Context: an optimization exercise on an open-source flow, tuned for small area, a short achievable clock period and few clock cycles per item. The choices shown serve that exercise and are no tape-out recipe. The RTL was checked by simulation tests, not by an equivalence proof against the original design. Power figures rest on the tool's default switching activity, not on a simulated workload.

== before ==
// lvl_select
module lvl_select (
    input             clk,
    input             rst,
    output            ready,
    input             rpt_valid,
    input      [21:0] rpt_vcode,
    input             rpt_ins,
    input      [9:0]  rpt_idx,
    input      [15:0] cfg_hold,
    input             start,
    input             start_dir,
    input      [10:0] start_nreq,
    input      [10:0] start_h,
    input      [15:0] start_frac,
    input             start_fmt1,
    output reg        done,
    output reg [31:0] t_out,
    output reg        trim_v,
    output reg [9:0]  trim_out,
    output reg [15:0] frac_out,
    output     [10:0] n_out,
    output     [5:0]  k_out,
    output reg        surplus,
    output reg        short_flag
);
Size: about 5,200 cells after synthesis, ~1,100 flip-flops, ~170 I/O pins, about 58,000 um^2 of cells after synthesis.
clock: 18.0 ns
lec_check: 0
cap_margin: 20
core_margin: 2
core_utilization: 75
cts_cluster_diameter: 60
cts_cluster_size: 30
slew_margin: 20
standard.sh (not shown) runs the stock make flow with config.mk's settings and CLKGATE_MAP_FILE= SYNTH_SCRIPT=/design/flow/synth_recipe.tcl, a recipe that flattens the netlist after the stock synthesis.
==> flow/flow/run.sh <==
#!/bin/bash
set -euo pipefail
bash standard.sh "BUFFER_PORTS_ARGS=-buffer_cell sky130_fd_sc_hd__buf_4" finish > run_make.log 2>&1
Testbench counts of before, summed over its fixed seeds: cycles 17,464, decisions 1,200.
> inputs changed (before -> after)
-- flow/design.v --
<<< before, line 228
    wire        h_tbig = !h_mz && !h_mm && !hv_ins && !h_dir && h_xa[22];
    reg         d1_sur;
    reg  [10:0] d1_n0;
    reg         d1_fz, d1_fqz;
    reg  [15:0] d1_frac;
    wire [10:0] nreq_c = (p_nreq > 11'd1024) ? 11'd1024 : p_nreq;
    always @(posedge clk)
        if ((!eng_cont && pv) || (hv && hfirst && !hfromp)) begin
            d1_sur  <= (nreq_c < p_h);
            d1_n0   <= nreq_c - p_h;
            d1_fz   <= (p_frac != 16'd0);
            d1_fqz  <= (p_frac != 16'd0) && !p_fmt1;
>>> after, line 228
    wire        h_tbig = !h_mz && !h_mm && !hv_ins && !h_dir && h_xa[22];
    reg         d1_sur;
    reg  [4:0]  d1_n0;                 
    reg         d1_big;                
    reg         d1_fz, d1_fqz;
    reg  [15:0] d1_frac;
    wire [10:0] nreq_c = (p_nreq > 11'd1024) ? 11'd1024 : p_nreq;
    wire [10:0] d1_n0w = nreq_c - p_h;
    always @(posedge clk)
        if ((!eng_cont && pv) || (hv && hfirst && !hfromp)) begin
            d1_sur  <= (nreq_c < p_h);
            d1_n0   <= d1_n0w[4:0];
            d1_big  <= |d1_n0w[10:5];
            d1_fz   <= (p_frac != 16'd0);
            d1_fqz  <= (p_frac != 16'd0) && !p_fmt1;
<<< before, line 242
    reg         d2_short;
    reg  [4:0]  d2_n;
    wire        d1_short = (d1_n0 > {6'd0, e_k}) & ~d1_sur;
    always @(posedge clk)
        if (h2v && h2first) begin
>>> after, line 245
    reg         d2_short;
    reg  [4:0]  d2_n;
    wire        d1_short = (d1_big | (d1_n0 > e_k)) & ~d1_sur;
    always @(posedge clk)
        if (h2v && h2first) begin
<<< before, line 290
            d_rtr <= ~d2_tv ? 5'h1F : (e_dir ? d2_kn - 5'd1 : d2_n);
        end
    reg  [63:0] acc;                    
    wire [15:0] lt;
    wire [15:0] inc;
>>> after, line 293
            d_rtr <= ~d2_tv ? 5'h1F : (e_dir ? d2_kn - 5'd1 : d2_n);
        end
    wire [3:0]  accv [0:15];            
    wire [15:0] lt;
    wire [15:0] inc;
<<< before, line 311
            assign lt[g]  = cm[g] & ltk;
            assign inc[g] = cm[g] & ~ltk;
            always @(posedge clk)
                if (rv && rfirst)
                    acc[4*g +: 4] <= {3'd0, rinc[g]};
                else if (rinc[g])
                    acc[4*g +: 4] <= acc[4*g +: 4] + 4'd1;
        end
    endgenerate
>>> after, line 314
            assign lt[g]  = cm[g] & ltk;
            assign inc[g] = cm[g] & ~ltk;
            if (g == 0) begin : a0
                assign accv[g] = 4'd0;
            end else begin : an
                localparam integer AW = (g < 2) ? 1 : (g < 4) ? 2 : (g < 8) ? 3 : 4;
                reg [AW-1:0] a;
                always @(posedge clk)
                    if (rv && rfirst)
                        a <= rinc[g];
                    else if (rinc[g])
                        a <= a + 1'b1;
                assign accv[g] = a;
            end
        end
    endgenerate
<<< before, line 324
        c_inc = 1'b0;
        for (j = 0; j < 16; j = j + 1) begin
            c_acc = c_acc | ({4{cp == j && !cfirst && !(rv && rfirst)}} & acc[4*j +: 4]);
            c_inc = c_inc | (cp == j && !cfirst && rinc[j]);
        end
>>> after, line 334
        c_inc = 1'b0;
        for (j = 0; j < 16; j = j + 1) begin
            c_acc = c_acc | ({4{cp == j && !cfirst && !(rv && rfirst)}} & accv[j]);
            c_inc = c_inc | (cp == j && !cfirst && rinc[j]);
        end
Results
- From before to after the numbers moved as follows: hold slack flat; number of gates on the worst path with buffers counted up 11.
- Sum of internal, switching and leakage power on after is down relative to before.
- Compared with before, in after clock skew shows a reduction of 0.0096 ns, layout multi-input combinational cell count flat, sequential share of layout area shrank by 0.37 points, share of post-route cells with drive strength above 1 increased 0.30 points.
- Summary: with before as the reference, switching power summed over all nets in after moved down slightly.
- On count of mapped cells out of synthesis, before and after are basically level.
Testbench counts of after, summed over its fixed seeds: cycles 17,464, decisions 1,200.

## afterwards: timing with drivers on the ports
The results above use ideal ports. As a check the final layouts listed here were re-extracted and re-timed, cells and wires unchanged.
Step 1 assumes that a clkbuf_16 drives the clock port and a buf_2 every other input.
Step 2, shift: input delay + t, output delay - t, t = (earliest + latest rising clock arrival at the registers) / 2. This alone moves slack from input paths to output paths.
Slacks: ideal / step 1 / step 2; pairs: ideal / step 1.
| run | shift t [ns] | slack for setup (ns) | hold slack, ns | latest minus earliest clock arrival (ns) | slew at the worst register clock pin (ns) |
|---|---|---|---|---|---|
| before | 0.736 | 13.115 / 13.043 / 12.952 | 0.320 / 0.320 / 0.320 | 0.048 / 0.048 | 0.11 / 0.11 |
| after | 0.735 | 12.541 / 12.541 / 12.541 | 0.321 / 0.321 / 0.321 | 0.038 / 0.038 | 0.11 / 0.11 |
After both steps every run listed still meets setup and hold. For before, which loses most, drivers alone change the setup slack by -0.072 ns; drivers and shift together by -0.163 ns.
